From an optimization exercise on the open Yosys and OpenROAD flow, aimed at small area, a short achievable clock period and few clock cycles per item; shortcuts taken in it are not production practice.

== Q ==
==> flow/design.v <==
module whorl_rsq (
    input             clk,
    input             rst,           
    input             in_valid,
    output            in_ready,
    input             in_sqrt,       
    input      [31:0] in_a,
    output reg        out_valid,
    output reg [31:0] out_res,
    output reg        out_sat,
    output reg        out_divz,
    output reg        out_domain
);
    reg  [15:0]  M;
    reg  [15:0]  Ms;                         
    reg          rdy, first;
    reg          sq;                         
    reg          nf;                         
    reg          f_spc, f_sat, f_divz, f_dom;
    reg  [32:0]  SS, SC;                     
    reg          s;                          
    reg  [31:0]  E;                          
    reg          b0r;                        
    assign in_ready = rdy;
    wire accept = in_valid & rdy;
    wire last   = M[0] & !M[1];
    wire [31:0] a       = in_a;
    wire        a_zero  = (a == 32'd0);
    wire        sm_pos  = !a[31] & (a[30:28] == 3'd0) & (!a[27] | (a[26:0] == 27'd0));
    wire        sm_neg  = a[31] & (a[30:27] == 4'hF);
    wire        a_m27   = sm_neg & (a[26:0] == 27'd0);             
    wire        a_max   = !a[31] & (a[30:0] == 31'h7FFF_FFFF);
    wire        spc_in  = in_sqrt ? (a[31] | a_max) : (sm_pos | sm_neg);
    wire        rcp_sk2 = a[31] ? !a[30] : (a[30] & (a[29] | (a[28:2] != 27'd0)));
    wire        rcp_sk1 = a[31] ? (a[30:28] != 3'b111)
                                : (a[30] | a[29] | (a[28] & (a[27:0] != 28'd0)));
    wire        sq_sk1  = (a[30:27] == 4'd0);
    reg  [32:0] s_init;
    reg  [15:0] m_init;
    always @* begin
        if (in_sqrt) begin
            if (sq_sk1) begin
                s_init = {4'b1111, a[26:0], 2'b00};              
                m_init = 16'h3FFF;
            end else begin
                s_init = {2'b11, a[30:0]};                       
                m_init = 16'h7FFF;
            end
        end else if (rcp_sk2) begin
            s_init = a[31] ? {33'h0_7FFF_FFF8 | {31'd0, a[29:28]}}
                           : {33'h0_8000_0004 | {31'd0, a[29:28]}};
            m_init = 16'h3FFF;
        end else if (rcp_sk1) begin
            s_init = a[31] ? {33'h0_1FFF_FFFE | {32'd0, a[30]}}
                           : {33'h0_2000_0000 | {32'd0, a[30]}};
            m_init = 16'h7FFF;
        end else begin
            s_init = a[31] ? 33'h0_07FF_FFFF : 33'h0_0800_0000;
            m_init = 16'hFFFF;
        end
        if (spc_in)
            m_init = 16'h0001;
    end
    wire [16:0] Mx  = {1'b0, M};
    wire [16:0] Msx = {1'b0, Ms};
    wire [31:0] oh0, oh1, so0, so1, sk0, sk1;
    genvar m;
    generate
        for (m = 0; m < 16; m = m + 1) begin : pos
            assign oh0[2*m+1] = Mx[m] & !Mx[m+1];
            assign oh0[2*m]   = 1'b0;
            assign oh1[2*m+1] = 1'b0;
            assign oh1[2*m]   = Mx[m] & !Mx[m+1];
            assign so0[2*m+1] = Msx[m] & !Msx[m+1];
            assign so0[2*m]   = 1'b0;
            assign so1[2*m+1] = 1'b0;
            assign so1[2*m]   = Msx[m] & !Msx[m+1];
            assign sk0[2*m+1] = Msx[m+1];
            assign sk0[2*m]   = Msx[m];
            assign sk1[2*m+1] = Msx[m+1];
            assign sk1[2*m]   = Msx[m+1];
        end
    endgenerate
    wire [31:0] sop0  = {so0[30:0], 1'b0};          
    wire [31:0] sopp0 = {so0[29:0], 2'b00};         
    wire [31:0] sop1  = so0;                        
    wire [31:0] dfb  = (b0r ? {so0[28:0], 3'b000} : 32'd0) | (!s ? sopp0 : 32'd0);
    wire [31:0] msub0 = dfb | sk0;                  
    wire [31:0] madd0 = dfb | sop0 | so0;           
    wire [32:0] Y0    = s ? {1'b0, ~(E & ~madd0)} : {1'b1, E & ~msub0};
    wire        cin0  = s ? nf : !nf;
    wire [32:0] a_s   = SS ^ SC ^ Y0;
    wire [32:0] a_c   = (SS & SC) | (SS & Y0) | (SC & Y0);
    wire [32:0] R0    = a_s + {a_c[31:0], cin0};
    wire        s1    = R0[32];                     
    reg         bdv0, bdv1;
    wire        bdn0 = (|(E & {2'b00, oh0[31:2]})) ^ !nf;
    wire        bdn1 = (|(E & {2'b00, oh1[31:2]})) ^ !nf;
    wire [32:0] b_s [0:1];
    wire [32:0] b_c [0:1];
    wire        sg1 [0:1];
    genvar u;
    generate
        for (u = 0; u < 2; u = u + 1) begin : outcome    
            wire [31:0] msub1 = dfb | sk1 | sop0;
            wire [31:0] madd1 = dfb | sop1 | so1;
            wire [32:0] Y1    = (u == 1) ? {1'b0, ~(E & ~madd1)} : {1'b1, E & ~msub1};
            wire        cin1  = (u == 1) ? nf : !nf;
            wire        bd0   = sq ? (u == 0) : bdv0;
            wire [32:0] X1    = {a_s[31:0], bd0};
            wire [32:0] X2    = {a_c[30:0], cin0, cin1};
            assign b_s[u] = X1 ^ X2 ^ Y1;
            assign b_c[u] = (X1 & X2) | (X1 & Y1) | (X2 & Y1);
            wire [32:0] R1 = b_s[u] + {b_c[u][31:0], 1'b0};
            assign sg1[u] = R1[32];
        end
    endgenerate
    wire [32:0] b_ss = s1 ? b_s[1] : b_s[0];
    wire [32:0] b_cs = s1 ? b_c[1] : b_c[0];
    wire        s2   = s1 ? sg1[1] : sg1[0];
    wire        b0  = !s1;
    wire        b1  = !s2;
    wire        bd1 = sq ? b1 : bdv1;
    wire [1:0]  qbits = {b0 ^ nf, b1 ^ nf};
    always @(posedge clk) begin
        if (rst) begin
            M         <= 16'd0;
            Ms        <= 16'd0;
            rdy       <= 1'b1;
            out_valid <= 1'b0;
        end else begin
            out_valid <= last;
            if (accept) begin
                M   <= m_init;
                Ms  <= in_sqrt ? m_init : 16'd0;
                rdy <= spc_in;
            end else begin
                M   <= {1'b0, M[15:1]};
                Ms  <= {1'b0, Ms[15:1]};
                rdy <= !M[2];
            end
        end
    end
    always @(posedge clk) begin
        first <= accept;
        if (accept) begin
            sq     <= in_sqrt;
            nf     <= !in_sqrt & a[31];
            f_spc  <= spc_in;
            f_sat  <= !in_sqrt & (sm_pos | sm_neg) & !a_zero & !a_m27;
            f_divz <= !in_sqrt & a_zero;
            f_dom  <= in_sqrt & a[31];
            SS     <= s_init;
            SC     <= 33'd0;
            s      <= in_sqrt;
            E      <= in_sqrt ? 32'hFFFF_FFFF : (a[31] ? a : ~a);
            b0r    <= 1'b0;
            bdv0   <= rcp_sk2 ? a[27] : rcp_sk1 ? a[29] : a[31];
            bdv1   <= rcp_sk2 ? a[26] : rcp_sk1 ? a[28] : a[30];
        end else begin
            bdv0 <= bdn0;
            bdv1 <= bdn1;
            SS <= {b_ss[31:0], bd1};
            SC <= {b_cs[30:0], 2'b00};
            s  <= s2;
            E   <= E & ~dfb;
            b0r <= b0;
        end
        if (first & f_spc)
            out_res <= {nf, sq ? !f_dom : !nf, {30{!sq & !nf}}};
        else if (first)
            out_res <= {{30{nf}}, qbits};
        else
            out_res <= {out_res[29:0], qbits};
        if (last) begin
            out_sat    <= f_sat;
            out_divz   <= f_divz;
            out_domain <= f_dom;
        end
    end
endmodule
Settings: LEC_CHECK=0, CAP_MARGIN=20, CORE_MARGIN=2, CORE_UTILIZATION=40, PLACE_DENSITY=0.6, SLEW_MARGIN=20; clock period 11.0 ns.
standard.sh (not shown) runs the stock make flow with config.mk's settings and CLKGATE_MAP_FILE= SYNTH_SCRIPT=/design/flow/synth_recipe.tcl, a recipe that flattens the netlist after the stock synthesis.
==> flow/flow/run.sh <==
#!/bin/bash
set -euo pipefail
bash standard.sh SETUP_SLACK_MARGIN=7 SETUP_MOVE_SEQUENCE=unbuffer,sizeup,swap,buffer finish > standard_flow.log 2>&1
Inputs modified between Q and T:
diff --git a/flow/design.v b/flow/design.v
--- a/flow/design.v
+++ b/flow/design.v
@@ -18,6 +18,7 @@
     reg          nf;                         
     reg          f_spc, f_sat, f_divz, f_dom;
-    reg  [32:0]  SS, SC;                     
+    reg  [32:0]  S;                          
     reg          s;                          
+    reg          sn;                         
     reg  [31:0]  E;                          
     reg          b0r;                        
@@ -85,19 +86,17 @@
     wire [31:0] sopp0 = {so0[29:0], 2'b00};         
     wire [31:0] sop1  = so0;                        
-    wire [31:0] dfb  = (b0r ? {so0[28:0], 3'b000} : 32'd0) | (!s ? sopp0 : 32'd0);
+    wire [31:0] dfb  = (b0r ? {so0[28:0], 3'b000} : 32'd0) | (sn ? sopp0 : 32'd0);
     wire [31:0] msub0 = dfb | sk0;                  
     wire [31:0] madd0 = dfb | sop0 | so0;           
-    wire [32:0] Y0    = s ? {1'b0, ~(E & ~madd0)} : {1'b1, E & ~msub0};
+    wire [32:0] Y0a   = {1'b0, ~(E & ~madd0)};
+    wire [32:0] Y0s   = {1'b1, E & ~msub0};
+    wire [32:0] Y0    = {s ? Y0a[32:17] : Y0s[32:17], sn ? Y0s[16:0] : Y0a[16:0]};
     wire        cin0  = s ? nf : !nf;
-    wire [32:0] a_s   = SS ^ SC ^ Y0;
-    wire [32:0] a_c   = (SS & SC) | (SS & Y0) | (SC & Y0);
-    wire [32:0] R0    = a_s + {a_c[31:0], cin0};
+    wire [32:0] R0    = S + Y0 + {32'd0, cin0};
     wire        s1    = R0[32];                     
     reg         bdv0, bdv1;
     wire        bdn0 = (|(E & {2'b00, oh0[31:2]})) ^ !nf;
     wire        bdn1 = (|(E & {2'b00, oh1[31:2]})) ^ !nf;
-    wire [32:0] b_s [0:1];
-    wire [32:0] b_c [0:1];
-    wire        sg1 [0:1];
+    wire [32:0] R1c [0:1];
     genvar u;
     generate
@@ -108,17 +107,14 @@
             wire        cin1  = (u == 1) ? nf : !nf;
             wire        bd0   = sq ? (u == 0) : bdv0;
-            wire [32:0] X1    = {a_s[31:0], bd0};
-            wire [32:0] X2    = {a_c[30:0], cin0, cin1};
-            assign b_s[u] = X1 ^ X2 ^ Y1;
-            assign b_c[u] = (X1 & X2) | (X1 & Y1) | (X2 & Y1);
-            wire [32:0] R1 = b_s[u] + {b_c[u][31:0], 1'b0};
-            assign sg1[u] = R1[32];
+            wire [32:0] X1    = {S[31:0], bd0};
+            wire [32:0] X2    = {Y0[31:0], cin1};
+            wire [32:0] cs_s  = X1 ^ X2 ^ Y1;
+            wire [32:0] cs_c  = (X1 & X2) | (X1 & Y1) | (X2 & Y1);
+            assign R1c[u] = cs_s + {cs_c[31:0], cin0} + {32'd0, cin0};
         end
     endgenerate
-    wire [32:0] b_ss = s1 ? b_s[1] : b_s[0];
-    wire [32:0] b_cs = s1 ? b_c[1] : b_c[0];
-    wire        s2   = s1 ? sg1[1] : sg1[0];
+    wire [32:0] R1  = s1 ? R1c[1] : R1c[0];
     wire        b0  = !s1;
-    wire        b1  = !s2;
+    wire        b1  = !R1[32];
     wire        bd1 = sq ? b1 : bdv1;
     wire [1:0]  qbits = {b0 ^ nf, b1 ^ nf};
@@ -151,7 +147,7 @@
             f_divz <= !in_sqrt & a_zero;
             f_dom  <= in_sqrt & a[31];
-            SS     <= s_init;
-            SC     <= 33'd0;
+            S      <= s_init;
             s      <= in_sqrt;
+            sn     <= !in_sqrt;
             E      <= in_sqrt ? 32'hFFFF_FFFF : (a[31] ? a : ~a);
             b0r    <= 1'b0;
@@ -161,7 +157,7 @@
             bdv0 <= bdn0;
             bdv1 <= bdn1;
-            SS <= {b_ss[31:0], bd1};
-            SC <= {b_cs[30:0], 2'b00};
-            s  <= s2;
+            S <= {R1[31:0], bd1};
+            s <= R1[32];
+            sn <= !R1[32];
             E   <= E & ~dfb;
             b0r <= b0;
==> run summary <==
- Number of distinct standard cells referenced by the synthesized netlist of T exceeds that of Q by more than a quarter.
- Against Q as the reference, T delivers a higher total routing resource utilization after global routing.
- T: cell area higher than Q
- T vs. Q: via count rose by 927.
- Delta (T minus Q): synthesized netlist cell count did not really move, number of rows created at floorplan went down, post-placement setup slack went up.
- Q tops out at a lower clock frequency than T.
- Comparing T against Q, there is no change at all in total clock buffers created by CTS.
- First-pass GRT wire length grows by a few percent when moving from Q to T.
- T vs Q: data arrival time of the worst path down in T
No run of this note included a check of the RTL's function; only the layout flow was run.

-- static timing again, ports no longer ideal --
Ports are ideal in the flow. The routed layouts listed here were re-timed in OpenROAD. Step 1: set_driving_cell puts a clkbuf_16 on clk and a buf_2 on each other input, an assumption about the parent block. Step 2 moves the port delays by t, midway between the first and last clock arrival at a register: inputs arrive t later, outputs are due t later. That takes back most of the time a late clock gives input paths. Slacks: no drivers / after step 1 / after step 2; pairs: no drivers / after step 1.
| run | shift t [ns] | setup WS [ns] | worst setup path at the end | latest minus earliest clock arrival (ns) |
|---|---|---|---|---|
| Q | 0.498 | 5.803 / 5.803 / 5.803 | register to register | 0.020 / 0.020 |
| T | 0.489 | 6.385 / 6.385 / 6.385 | register to register | 0.014 / 0.014 |
After both steps every run listed still meets setup and hold.
